Source: an optimization exercise on an open RTL-to-GDS flow (aim: small area, a short achievable clock period and few clock cycles). Production flows keep margins and buffers that such runs may drop. The RTL was checked by simulation tests, not by an equivalence proof against the original design.

### design/flow/run.sh
#!/bin/bash
# synth_recipe.tcl (not shown) runs the flow's synth.tcl, then flattens the netlist and writes it again
# the make line also repeats each setting of config.mk as NAME=value (left out here)
make -C /OpenROAD-flow-scripts/flow DESIGN_CONFIG=/design/flow/config.mk WORK_HOME=/design/flow/orfs CLKGATE_MAP_FILE= SYNTH_SCRIPT=/design/flow/synth_recipe.tcl finish
### design/flow/config.mk
export PLATFORM = sky130hd
export DESIGN_NAME = sh_real32
export DESIGN_NICKNAME = sh_real32
export VERILOG_FILES = /design/flow/design.v
export SDC_FILE = /design/flow/constraint.sdc
export NUM_CORES = 4
export LEC_CHECK = 0
export CAP_MARGIN = 20
export CORE_MARGIN = 2
export CORE_UTILIZATION = 40
export SLEW_MARGIN = 20
### design/flow/constraint.sdc
create_clock -name core_clock -period 18.0 [get_ports {clk}]
set_input_delay 3.6000 -clock core_clock [delete_from_list [all_inputs] [get_ports {clk}]]
set_output_delay 3.6000 -clock core_clock [all_outputs]
set_load 0.01 [all_outputs]
### design/flow/design.v
module fp_round (
    input  wire               sign,
    input  wire signed [11:0] exp,      
    input  wire        [23:0] mant,
    input  wire               guard,
    input  wire               sticky,
    output reg         [31:0] result
);
    wire        round_up = guard & (sticky | mant[0]);
    wire [24:0] m1       = {1'b0, mant} + {24'd0, round_up};
    wire signed [11:0] e1 = m1[24] ? exp + 12'sd1 : exp;
    wire [22:0] frac     = m1[24] ? m1[23:1] : m1[22:0];
    always @* begin
        if (e1 >= 12'sd255)
            result = {sign, 8'hFF, 23'd0};
        else if (e1 <= 12'sd0)
            result = {sign, 31'd0};
        else
            result = {sign, e1[7:0], frac};
    end
endmodule
module fp_cmp (
    input  wire [31:0] x,
    input  wire [31:0] y,
    output wire        lt,       
    output wire        eq        
);
    wire x_zero = (x[30:0] == 31'd0);
    wire y_zero = (y[30:0] == 31'd0);
    wire both_zero = x_zero & y_zero;
    assign eq = both_zero | (x == y);
    reg lt_r;
    always @* begin
        if (both_zero)
            lt_r = 1'b0;
        else if (x[31] != y[31])
            lt_r = x[31];
        else if (!x[31])
            lt_r = x[30:0] < y[30:0];
        else
            lt_r = x[30:0] > y[30:0];
    end
    assign lt = lt_r;
endmodule
module sh_real32 (
    input  wire        clk,
    input  wire        rst,
    input  wire        in_valid,
    output wire        in_ready,
    input  wire [3:0]  in_op,
    input  wire [3:0]  in_cond,
    input  wire [31:0] in_a,
    input  wire [31:0] in_b,
    input  wire [31:0] in_c,
    output reg         out_valid,
    output reg  [31:0] out_result,
    output reg         out_inv,
    output reg         out_dz
);
    localparam [3:0] OP_FADD = 4'h0, OP_FSUB = 4'h1, OP_FMUL = 4'h2,
                     OP_FDIV = 4'h3, OP_FSQRT = 4'h4, OP_FMIN = 4'h5,
                     OP_FMAX = 4'h6, OP_FABS = 4'h7, OP_FNEG = 4'h8,
                     OP_FCMP = 4'h9, OP_FTOI = 4'hA, OP_ITOF = 4'hB,
                     OP_FLIM = 4'hC, OP_FSCALE = 4'hD;
    localparam [31:0] QNAN = 32'h7FC0_0000;
    localparam [1:0] S_IDLE = 2'd0, S_EXEC = 2'd1, S_ITER = 2'd2, S_FIN = 2'd3;
    reg [1:0]  state;
    reg [3:0]  op_r;
    reg [3:0]  cond_r;
    reg [31:0] a_r, b_r, c_r;
    assign in_ready = (state == S_IDLE);
    wire       sa = a_r[31], sb = b_r[31], sc = c_r[31];
    wire [7:0] ea = a_r[30:23], eb = b_r[30:23], ec = c_r[30:23];
    wire [22:0] fa = a_r[22:0], fb = b_r[22:0], fc = c_r[22:0];
    wire a_zero = (ea == 8'd0);
    wire b_zero = (eb == 8'd0);
    wire a_inf  = (ea == 8'hFF) && (fa == 23'd0);
    wire b_inf  = (eb == 8'hFF) && (fb == 23'd0);
    wire a_nan  = (ea == 8'hFF) && (fa != 23'd0);
    wire b_nan  = (eb == 8'hFF) && (fb != 23'd0);
    wire c_nan  = (ec == 8'hFF) && (fc != 23'd0);
    wire a_snan = a_nan && !fa[22];
    wire b_snan = b_nan && !fb[22];
    wire a_qnan = a_nan && fa[22];
    wire b_qnan = b_nan && fb[22];
    wire [31:0] a_fl = a_zero ? {sa, 31'd0} : a_r;
    wire [31:0] b_fl = b_zero ? {sb, 31'd0} : b_r;
    wire [31:0] c_fl = (ec == 8'd0) ? {sc, 31'd0} : c_r;
    wire [23:0] ma = a_zero ? 24'd0 : {1'b1, fa};
    wire [23:0] mb = b_zero ? 24'd0 : {1'b1, fb};
    wire        sb_eff = (op_r == OP_FSUB) ? ~sb : sb;
    wire        a_big  = (ea > eb) || ((ea == eb) && (ma >= mb));
    wire        sx     = a_big ? sa : sb_eff;
    wire        sy     = a_big ? sb_eff : sa;
    wire [7:0]  ex     = a_big ? ea : eb;
    wire [7:0]  ey     = a_big ? eb : ea;
    wire [23:0] mx     = a_big ? ma : mb;
    wire [23:0] my     = a_big ? mb : ma;
    wire [7:0]  d      = ex - ey;
    wire [5:0]  d_cl   = (d > 8'd31) ? 6'd31 : d[5:0];
    wire [53:0] my_wide = {my, 3'b000, 27'd0} >> d_cl;
    wire [26:0] my_sh  = {my_wide[53:28], my_wide[27] | (|my_wide[26:0])};
    wire [26:0] mx_ext = {mx, 3'b000};
    wire        eff_sub = sx ^ sy;
    wire [27:0] sum    = eff_sub ? ({1'b0, mx_ext} - {1'b0, my_sh})
                                 : ({1'b0, mx_ext} + {1'b0, my_sh});
    reg  [4:0]  add_lz;
    integer i;
    always @* begin
        add_lz = 5'd27;
        for (i = 0; i <= 26; i = i + 1)
            if (sum[i]) add_lz = 26 - i;
    end
    wire [26:0] add_norm = sum[26:0] << add_lz;
    wire        add_carry = sum[27];
    wire [23:0] add_mant  = add_carry ? sum[27:4] : add_norm[26:3];
    wire        add_guard = add_carry ? sum[3] : add_norm[2];
    wire        add_stk   = add_carry ? (|sum[2:0]) : (|add_norm[1:0]);
    wire signed [11:0] add_exp = add_carry ? $signed({4'd0, ex}) + 12'sd1
                                           : $signed({4'd0, ex}) - $signed({7'd0, add_lz});
    wire [31:0] add_rnd;
    fp_round u_round_add (
        .sign(sx), .exp(add_exp), .mant(add_mant), .guard(add_guard),
        .sticky(add_stk), .result(add_rnd)
    );
    reg [31:0] add_res;
    reg        add_inv;
    always @* begin
        add_inv = 1'b0;
        if (a_snan || b_snan) begin
            add_res = QNAN; add_inv = 1'b1;
        end else if (a_qnan || b_qnan) begin
            add_res = QNAN;
        end else if (a_inf && b_inf) begin
            if (sa != sb_eff) begin
                add_res = QNAN; add_inv = 1'b1;
            end else
                add_res = {sa, 8'hFF, 23'd0};
        end else if (a_inf)
            add_res = {sa, 8'hFF, 23'd0};
        else if (b_inf)
            add_res = {sb_eff, 8'hFF, 23'd0};
        else if (sum == 28'd0)
            add_res = {sa & sb_eff, 31'd0};
        else
            add_res = add_rnd;
    end
    wire        s_xor = sa ^ sb;
    wire [47:0] prod  = ma * mb;
    wire        mul_hi = prod[47];
    wire [23:0] mul_mant  = mul_hi ? prod[47:24] : prod[46:23];
    wire        mul_guard = mul_hi ? prod[23] : prod[22];
    wire        mul_stk   = mul_hi ? (|prod[22:0]) : (|prod[21:0]);
    wire signed [11:0] mul_exp = $signed({4'd0, ea}) + $signed({4'd0, eb}) - 12'sd127
                               + (mul_hi ? 12'sd1 : 12'sd0);
    wire [31:0] mul_rnd;
    fp_round u_round_mul (
        .sign(s_xor), .exp(mul_exp), .mant(mul_mant), .guard(mul_guard),
        .sticky(mul_stk), .result(mul_rnd)
    );
    reg [31:0] mul_res;
    reg        mul_inv;
    always @* begin
        mul_inv = 1'b0;
        if (a_snan || b_snan) begin
            mul_res = QNAN; mul_inv = 1'b1;
        end else if (a_qnan || b_qnan) begin
            mul_res = QNAN;
        end else if ((a_inf && b_zero) || (b_inf && a_zero)) begin
            mul_res = QNAN; mul_inv = 1'b1;
        end else if (a_inf || b_inf)
            mul_res = {s_xor, 8'hFF, 23'd0};
        else if (a_zero || b_zero)
            mul_res = {s_xor, 31'd0};
        else
            mul_res = mul_rnd;
    end
    reg [31:0] div_sp_res;
    reg        div_sp_inv, div_sp_dz, div_special;
    always @* begin
        div_sp_inv = 1'b0; div_sp_dz = 1'b0; div_special = 1'b1;
        div_sp_res = QNAN;
        if (a_snan || b_snan) begin
            div_sp_inv = 1'b1;
        end else if (a_qnan || b_qnan) begin
            div_sp_res = QNAN;
        end else if (a_inf && b_inf) begin
            div_sp_inv = 1'b1;
        end else if (a_inf)
            div_sp_res = {s_xor, 8'hFF, 23'd0};
        else if (b_inf)
            div_sp_res = {s_xor, 31'd0};
        else if (b_zero) begin
            if (a_zero)
                div_sp_inv = 1'b1;
            else begin
                div_sp_res = {s_xor, 8'hFF, 23'd0}; div_sp_dz = 1'b1;
            end
        end else if (a_zero)
            div_sp_res = {s_xor, 31'd0};
        else
            div_special = 1'b0;
    end
    reg [31:0] sqrt_sp_res;
    reg        sqrt_sp_inv, sqrt_special;
    always @* begin
        sqrt_sp_inv = 1'b0; sqrt_special = 1'b1;
        sqrt_sp_res = QNAN;
        if (a_snan)
            sqrt_sp_inv = 1'b1;
        else if (a_qnan)
            sqrt_sp_res = QNAN;
        else if (a_inf) begin
            if (sa) sqrt_sp_inv = 1'b1;
            else    sqrt_sp_res = {1'b0, 8'hFF, 23'd0};
        end else if (a_zero)
            sqrt_sp_res = {sa, 31'd0};
        else if (sa)
            sqrt_sp_inv = 1'b1;
        else
            sqrt_special = 1'b0;
    end
    wire ab_lt, ab_eq, ba_lt, ba_eq;
    wire al_lt, al_eq, ha_lt, ha_eq, hl_lt, hl_eq;
    fp_cmp u_cmp_ab (.x(a_fl), .y(b_fl), .lt(ab_lt), .eq(ab_eq));
    fp_cmp u_cmp_ba (.x(b_fl), .y(a_fl), .lt(ba_lt), .eq(ba_eq));
    fp_cmp u_cmp_al (.x(a_fl), .y(b_fl), .lt(al_lt), .eq(al_eq));   
    fp_cmp u_cmp_ha (.x(c_fl), .y(a_fl), .lt(ha_lt), .eq(ha_eq));   
    fp_cmp u_cmp_hl (.x(c_fl), .y(b_fl), .lt(hl_lt), .eq(hl_eq));   
    reg [31:0] mm_res;
    reg        mm_inv;
    wire       is_min = (op_r == OP_FMIN);
    always @* begin
        mm_inv = 1'b0;
        if (a_snan || b_snan) begin
            mm_res = QNAN; mm_inv = 1'b1;
        end else if (a_nan && b_nan)
            mm_res = QNAN;
        else if (a_nan)
            mm_res = b_fl;
        else if (b_nan)
            mm_res = a_fl;
        else if (ab_eq) begin
            if (a_zero)
                mm_res = {is_min ? (sa | sb) : (sa & sb), 31'd0};
            else
                mm_res = a_fl;
        end else if (is_min)
            mm_res = ab_lt ? a_fl : b_fl;
        else
            mm_res = ba_lt ? a_fl : b_fl;
    end
    reg cmp_bit;
    always @* begin
        if (a_nan || b_nan)
            cmp_bit = (cond_r == 4'h1) || (cond_r == 4'hA);
        else begin
            case (cond_r)
                4'h0:    cmp_bit = ab_eq;
                4'h1:    cmp_bit = !ab_eq;
                4'h2:    cmp_bit = ab_lt;
                4'h3:    cmp_bit = !ab_lt;
                4'h4:    cmp_bit = ab_lt || ab_eq;
                4'h5:    cmp_bit = ba_lt;
                4'hB:    cmp_bit = 1'b1;
                default: cmp_bit = 1'b0;
            endcase
        end
    end
    wire cmp_inv = a_snan || b_snan;
    reg [31:0] lim_res;
    reg        lim_inv;
    always @* begin
        lim_inv = 1'b0;
        if (a_nan || b_nan || c_nan) begin
            lim_res = QNAN; lim_inv = 1'b1;
        end else if (hl_lt)
            lim_res = c_fl;
        else if (al_lt)
            lim_res = b_fl;
        else if (ha_lt)
            lim_res = c_fl;
        else
            lim_res = a_fl;
    end
    wire [31:0] sgn_src = a_nan ? a_r : a_fl;
    wire [31:0] abs_res = {1'b0, sgn_src[30:0]};
    wire [31:0] neg_res = {~sgn_src[31], sgn_src[30:0]};
    wire signed [9:0] ue = $signed({2'b00, ea}) - 10'sd127;
    wire [5:0]  ftoi_sh  = ue[5:0] + 6'd9;             
    wire [63:0] ftoi_fix = {40'd0, ma} << ftoi_sh;
    wire [31:0] ftoi_int = ftoi_fix[63:32];
    wire        ftoi_up  = ftoi_fix[31] & ((|ftoi_fix[30:0]) | ftoi_int[0]);
    wire [31:0] ftoi_mag = ftoi_int + {31'd0, ftoi_up};
    reg [31:0] ftoi_res;
    reg        ftoi_inv;
    always @* begin
        ftoi_inv = 1'b0;
        if (a_nan) begin
            ftoi_res = 32'd0; ftoi_inv = 1'b1;
        end else if (a_zero || ue < -10'sd1)
            ftoi_res = 32'd0;
        else if (ue >= 10'sd31) begin
            if (sa && ue == 10'sd31 && fa == 23'd0)
                ftoi_res = 32'h8000_0000;
            else begin
                ftoi_res = sa ? 32'h8000_0000 : 32'h7FFF_FFFF;
                ftoi_inv = 1'b1;
            end
        end else
            ftoi_res = sa ? (32'd0 - ftoi_mag) : ftoi_mag;
    end
    wire [31:0] itof_mag = sa ? (32'd0 - a_r) : a_r;
    reg  [5:0]  itof_lz;
    always @* begin
        itof_lz = 6'd32;
        for (i = 0; i <= 31; i = i + 1)
            if (itof_mag[i]) itof_lz = 31 - i;
    end
    wire [31:0] itof_norm = itof_mag << itof_lz[4:0];
    wire signed [11:0] itof_exp = 12'sd158 - $signed({6'd0, itof_lz});
    wire [31:0] itof_rnd;
    fp_round u_round_itof (
        .sign(sa), .exp(itof_exp), .mant(itof_norm[31:8]), .guard(itof_norm[7]),
        .sticky(|itof_norm[6:0]), .result(itof_rnd)
    );
    wire [31:0] itof_res = (itof_mag == 32'd0) ? 32'd0 : itof_rnd;
    wire signed [33:0] sc_exp = $signed({26'd0, ea}) + $signed({{2{b_r[31]}}, b_r});
    reg [31:0] scale_res;
    reg        scale_inv;
    always @* begin
        scale_inv = 1'b0;
        if (a_snan) begin
            scale_res = QNAN; scale_inv = 1'b1;
        end else if (a_qnan)
            scale_res = QNAN;
        else if (a_inf || a_zero)
            scale_res = a_fl;
        else if (sc_exp >= 34'sd255)
            scale_res = {sa, 8'hFF, 23'd0};
        else if (sc_exp <= 34'sd0)
            scale_res = {sa, 31'd0};
        else
            scale_res = {sa, sc_exp[7:0], fa};
    end
    reg        it_sqrt;        
    reg [4:0]  it_cnt;
    reg [24:0] it_q;           
    reg [26:0] it_rem;         
    reg [23:0] it_div;         
    reg [47:0] it_rad;         
    reg        it_sign;
    reg signed [11:0] it_exp;
    wire        dv_ge   = it_rem >= {3'd0, it_div};
    wire [26:0] dv_rem1 = dv_ge ? (it_rem - {3'd0, it_div}) : it_rem;
    wire [26:0] sq_rem0  = {it_rem[24:0], it_rad[47:46]};
    wire [26:0] sq_trial = {it_q[24:0], 2'b01};
    wire        sq_ge    = sq_rem0 >= sq_trial;
    wire [26:0] sq_rem1  = sq_ge ? (sq_rem0 - sq_trial) : sq_rem0;
    wire        dv_pre  = ma < mb;
    wire signed [11:0] dv_exp = $signed({4'd0, ea}) - $signed({4'd0, eb}) + 12'sd127
                              - (dv_pre ? 12'sd1 : 12'sd0);
    wire        sq_odd  = ~ea[0];
    wire signed [11:0] sq_exp = ((($signed({4'd0, ea}) - 12'sd127) - (sq_odd ? 12'sd1 : 12'sd0)) >>> 1)
                              + 12'sd127;
    wire [31:0] it_rnd;
    fp_round u_round_it (
        .sign(it_sign), .exp(it_exp), .mant(it_q[24:1]), .guard(it_q[0]),
        .sticky(it_rem != 27'd0), .result(it_rnd)
    );
    reg [31:0] exec_res;
    reg        exec_inv, exec_dz;
    always @* begin
        exec_res = 32'd0; exec_inv = 1'b0; exec_dz = 1'b0;
        case (op_r)
            OP_FADD, OP_FSUB: begin exec_res = add_res;   exec_inv = add_inv;   end
            OP_FMUL:          begin exec_res = mul_res;   exec_inv = mul_inv;   end
            OP_FDIV:          begin exec_res = div_sp_res; exec_inv = div_sp_inv; exec_dz = div_sp_dz; end
            OP_FSQRT:         begin exec_res = sqrt_sp_res; exec_inv = sqrt_sp_inv; end
            OP_FMIN, OP_FMAX: begin exec_res = mm_res;    exec_inv = mm_inv;    end
            OP_FABS:          exec_res = abs_res;
            OP_FNEG:          exec_res = neg_res;
            OP_FCMP:          begin exec_res = {31'd0, cmp_bit}; exec_inv = cmp_inv; end
            OP_FTOI:          begin exec_res = ftoi_res;  exec_inv = ftoi_inv;  end
            OP_ITOF:          exec_res = itof_res;
            OP_FLIM:          begin exec_res = lim_res;   exec_inv = lim_inv;   end
            OP_FSCALE:        begin exec_res = scale_res; exec_inv = scale_inv; end
            default:          exec_res = 32'd0;
        endcase
    end
    wire go_iter = ((op_r == OP_FDIV) && !div_special) ||
                   ((op_r == OP_FSQRT) && !sqrt_special);
    always @(posedge clk) begin
        if (rst) begin
            state     <= S_IDLE;
            out_valid <= 1'b0;
        end else begin
            out_valid <= 1'b0;
            case (state)
                S_IDLE: begin
                    if (in_valid) begin
                        op_r   <= in_op;
                        cond_r <= in_cond;
                        a_r    <= in_a;
                        b_r    <= in_b;
                        c_r    <= in_c;
                        state  <= S_EXEC;
                    end
                end
                S_EXEC: begin
                    if (go_iter) begin
                        it_cnt  <= 5'd0;
                        it_q    <= 25'd0;
                        if (op_r == OP_FSQRT) begin
                            it_sqrt <= 1'b1;
                            it_sign <= 1'b0;
                            it_exp  <= sq_exp;
                            it_rem  <= 27'd0;
                            it_rad  <= sq_odd ? {ma, 24'd0} : {1'b0, ma, 23'd0};
                        end else begin
                            it_sqrt <= 1'b0;
                            it_sign <= s_xor;
                            it_exp  <= dv_exp;
                            it_rem  <= dv_pre ? {2'b00, ma, 1'b0} : {3'b000, ma};
                            it_div  <= mb;
                        end
                        state <= S_ITER;
                    end else begin
                        out_result <= exec_res;
                        out_inv    <= exec_inv;
                        out_dz     <= exec_dz;
                        out_valid  <= 1'b1;
                        state      <= S_IDLE;
                    end
                end
                S_ITER: begin
                    if (it_sqrt) begin
                        it_q   <= {it_q[23:0], sq_ge};
                        it_rem <= sq_rem1;
                        it_rad <= {it_rad[45:0], 2'b00};
                    end else begin
                        it_q   <= {it_q[23:0], dv_ge};
                        it_rem <= {dv_rem1[25:0], 1'b0};
                    end
                    it_cnt <= it_cnt + 5'd1;
                    if (it_cnt == 5'd24)
                        state <= S_FIN;
                end
                S_FIN: begin
                    out_result <= it_rnd;
                    out_inv    <= 1'b0;
                    out_dz     <= 1'b0;
                    out_valid  <= 1'b1;
                    state      <= S_IDLE;
                end
                default: state <= S_IDLE;
            endcase
        end
    end
endmodule
==> impl_metrics.toml <==
[outcome]
status = "timing/DRC/antenna clean"

[yosys]
synth.most_common_cell = "nand2_1"
synth_cell_types = 126
yosys_warnings = 3
synth.yosys.seq_area_share_pct = 13.2
synth.avg_cell_area_um2 = 7.72
synthTopCellsByArea = "fa_1 17%, edfxtp_1 13%, ha_1 9.9%"
syn_inst = 7630
synth_area_leader_cell = "fa_1"
synthFlopType = "edfxtp_1"
async_reset_ff_share_pct = 0
netlist_area_um2 = 58900
synth_top_area_share_pct = 16.6
ys_ff_latch = 260
syn-num-nets = 8691
synth-edff-count = 257
synth_common_cells = "1035 x nand2_1, 818 x inv_1, 561 x nor2_1, 489 x fa_1, 465 x ha_1"

[sta]
fin_crit_sh_pct = 93.6
min_period_ns = 16.86
max_freq_mhz = 59.3
setup_viol = 0
slew_headroom_pct = 15.5
tns_ns = 0
skew_ns = 0.0619
setup_ws_ns = 1.14
drv_slew = 0
rsz0062_at_grt = "false"
hold_viol = 0
tightest_slew_ns = 1.25

[grt]
grt_pass1_vias = 57873
grt_util_all_layers_pct = 38.6
grt_pass1_wl_um = 425000
grt_max_degree = 69
antenna_found_initial = 14
grt_overflow = 0

[floorplanning]
die-area_um2 = 150000
io_pins = 143
core_um2 = 146000
rows = 140
initial_core_util_pct = 40.4
die-height_um = 388
die_w_um = 388

[clock_network]
numCtsBuffers = 37
clkSinkCount = 260
cts.htree.levels = 2
cts_setup_buffers = 0
root_buffer = "clkbuf_16"
clk_latency_ns = 0.65
post_cts_hold_buffer_count = 0
cts_tree = "built"
clk_pin_slew_ns = 0.06
cts.repair.resized = 0
clock_path_buffers = 3

[route]
vias = 60872
first_pass_iters = 6
viasPerCell = 6.34
route.detailed.wl_per_inst_um = 30.9
drt_iter0_markers = 8290
antenna_left = 0
finalWirelength_um = 297000
drc = 0

[worst_setup_path]
start_kind = "flip-flop"
crit_fanout = 30
cp_data_required_time_ns = 18.45
cpPeakStageDelay_ns = 0.69
end_kind = "flip-flop"
crit_type = "reg2reg"
slowest_stage = "or4_1"
cp_data_arrival_time_ns = 17.30

[layout]
regArea_um2 = 7780
synthToLayoutAreaGrowth_pct = 9.55
instances_no_fill = 9605
layout.nets = 8711
nFillCells = 14740
finalCoreUtilization_pct = 44.2
drive_above_1_share_pct = 6.84
multi_input_area_um2 = 46400

[placement]
gp_congestion = 1.09
dp_cells = 9528
dp_hpwl_um = 238000
dpl_worst_slack_ns = 1.70
port_buffers = 142

[hold_path]
hold_class = "reg2reg"

[run]
cap_violations = 0
-- layer usage --
metal / global-route usage [%] / wire [um] / up-vias
met5: 0 / 39 / -
met4: 19.9 / 19000 / 6
met3: 7.83 / 29600 / 661
met2: 57.1 / 124000 / 3634
met1: 53.1 / 124000 / 29985
li1: - / - / 26586
-- state kept, by name, summed over array words and instances (netlist names), named ones only --
register / cells
state: 1
a_r: 32
op_r: 4
it_exp: 11
b_r: 32
it_sign: 1
it_q: 25
it_cnt: 5
out_result: 32
it_rad: 25
out_inv: 1
it_rem: 27
out_valid: 1
it_sqrt: 1
it_div: 24
c_r: 32
cond_r: 4
out_dz: 1
-- final timing paths --
| path | start | end | slack (ns) | depth (start not counted) |
|---|---|---|---|---|
| worst max-delay path | a_r[25] | out_result[7] | 1.14 | 65 |
| worst min-delay path | it_rad[37] | it_rad[39] | 0.53 | 2 |
| worst max register to register | a_r[25] | out_result[7] | 1.14 | 65 |
| worst min register to register | it_rad[37] | it_rad[39] | 0.53 | 2 |
-- logic make-up (layout without fill, tap and decap cells) --
| family | after synthesis | count (layout) | synth area share, % |
|---|---|---|---|
| and+or+nand+nor | 2711 | 2711 | 21.7 |
| AOI/OAI and AO/OA | 1838 | 1838 | 20.6 |
| buffers and inverters | 1286 | 1333 | 8.39 |
| adders and majority gates | 954 | 954 | 26.5 |
| xor gates and xnor gates | 346 | 346 | 5.14 |
| DFF | 260 | 260 | 13.2 |
| muxes | 235 | 235 | 4.49 |
| other | 0 | 11 | 0 |
-- layout make-up --
type / instances / share of cell area, %
Multi-Input combinational cell: 6084 / 71.9
Clock buffer: 47 / 1.54
Tap cell: 1917 / 3.72
Timing Repair Buffer: 440 / 5.67
Inverter: 827 / 4.81
Clock inverter: 19 / 0.306
Antenna cell: 11 / 0.0427
Sequential cell: 260 / 12.1
-- metrics by stage --
stage	area [um^2]	hold WS [ns]
6_report	64500	0.528
5_1_grt	64500	0.541
4_1_cts	64500	0.530
3_5_place_dp	63300	0.515
3_3_place_gp	63300	0.502
2_1_floorplan	58900	0.498
-- critical path, delay by kind of cell (launching register included) --
family,cells,cell delay (ns)
and+or+nand+nor,18,5.26
AOI/OAI and AO/OA,30,6.58
DFF,1,0.38
adders and majority gates,4,1.06
muxes,3,1.10
buffers and inverters,10,2.26
-- cells in the final DEF, fill, tap and decap left out, types with 63 or more instances in the layout --
master and instances:
xnor2_1 207, buf_4 298, and3_1 63, fa_1 489
nor2_1 558, inv_1 818, nor3_1 171, a21oi_1 451
o21ai_0 373, nand3_1 209, clkdlybuf4s50_1 142, a21o_1 114
nand4_1 84, o22ai_1 84, ha_1 463, mux2i_1 196
and2_1 210, nand2_1 1035, xor2_1 133, a31oi_1 87
o31ai_1 67, nand2b_1 64, nor4_1 63, edfxtp_1 257
nor2b_1 71
Testbench counts, summed over its fixed seeds: cycles 132,518.

-- re-timing with driven ports --
The results above use ideal ports. As a check the final layout listed here was re-extracted and re-timed, cells and wires unchanged.
Step 1 sets driving cells, clkbuf_16 on the clock port and buf_2 on the other inputs (assumed; they add their load-dependent delay and slew).
Step 2 moves the port delays by t, midway between the first and last clock arrival at a register: inputs arrive t later, outputs are due t later. That takes back most of the time a late clock gives input paths.
a / b / c = ideal / step 1 / step 2; a / b = the first two.
shift t [ns]: 0.710
slack for setup (ns): 1.144 / 1.144 / 1.144
worst setup path after step 2: register to register
slew at the worst register clock pin (ns): 0.06 / 0.06
worst data-port slew with drivers (ns): 0.06
After both steps setup and hold are still met in this run. The setup slack of this run moves by 0.000 ns with the drivers and by 0.000 ns with both steps.
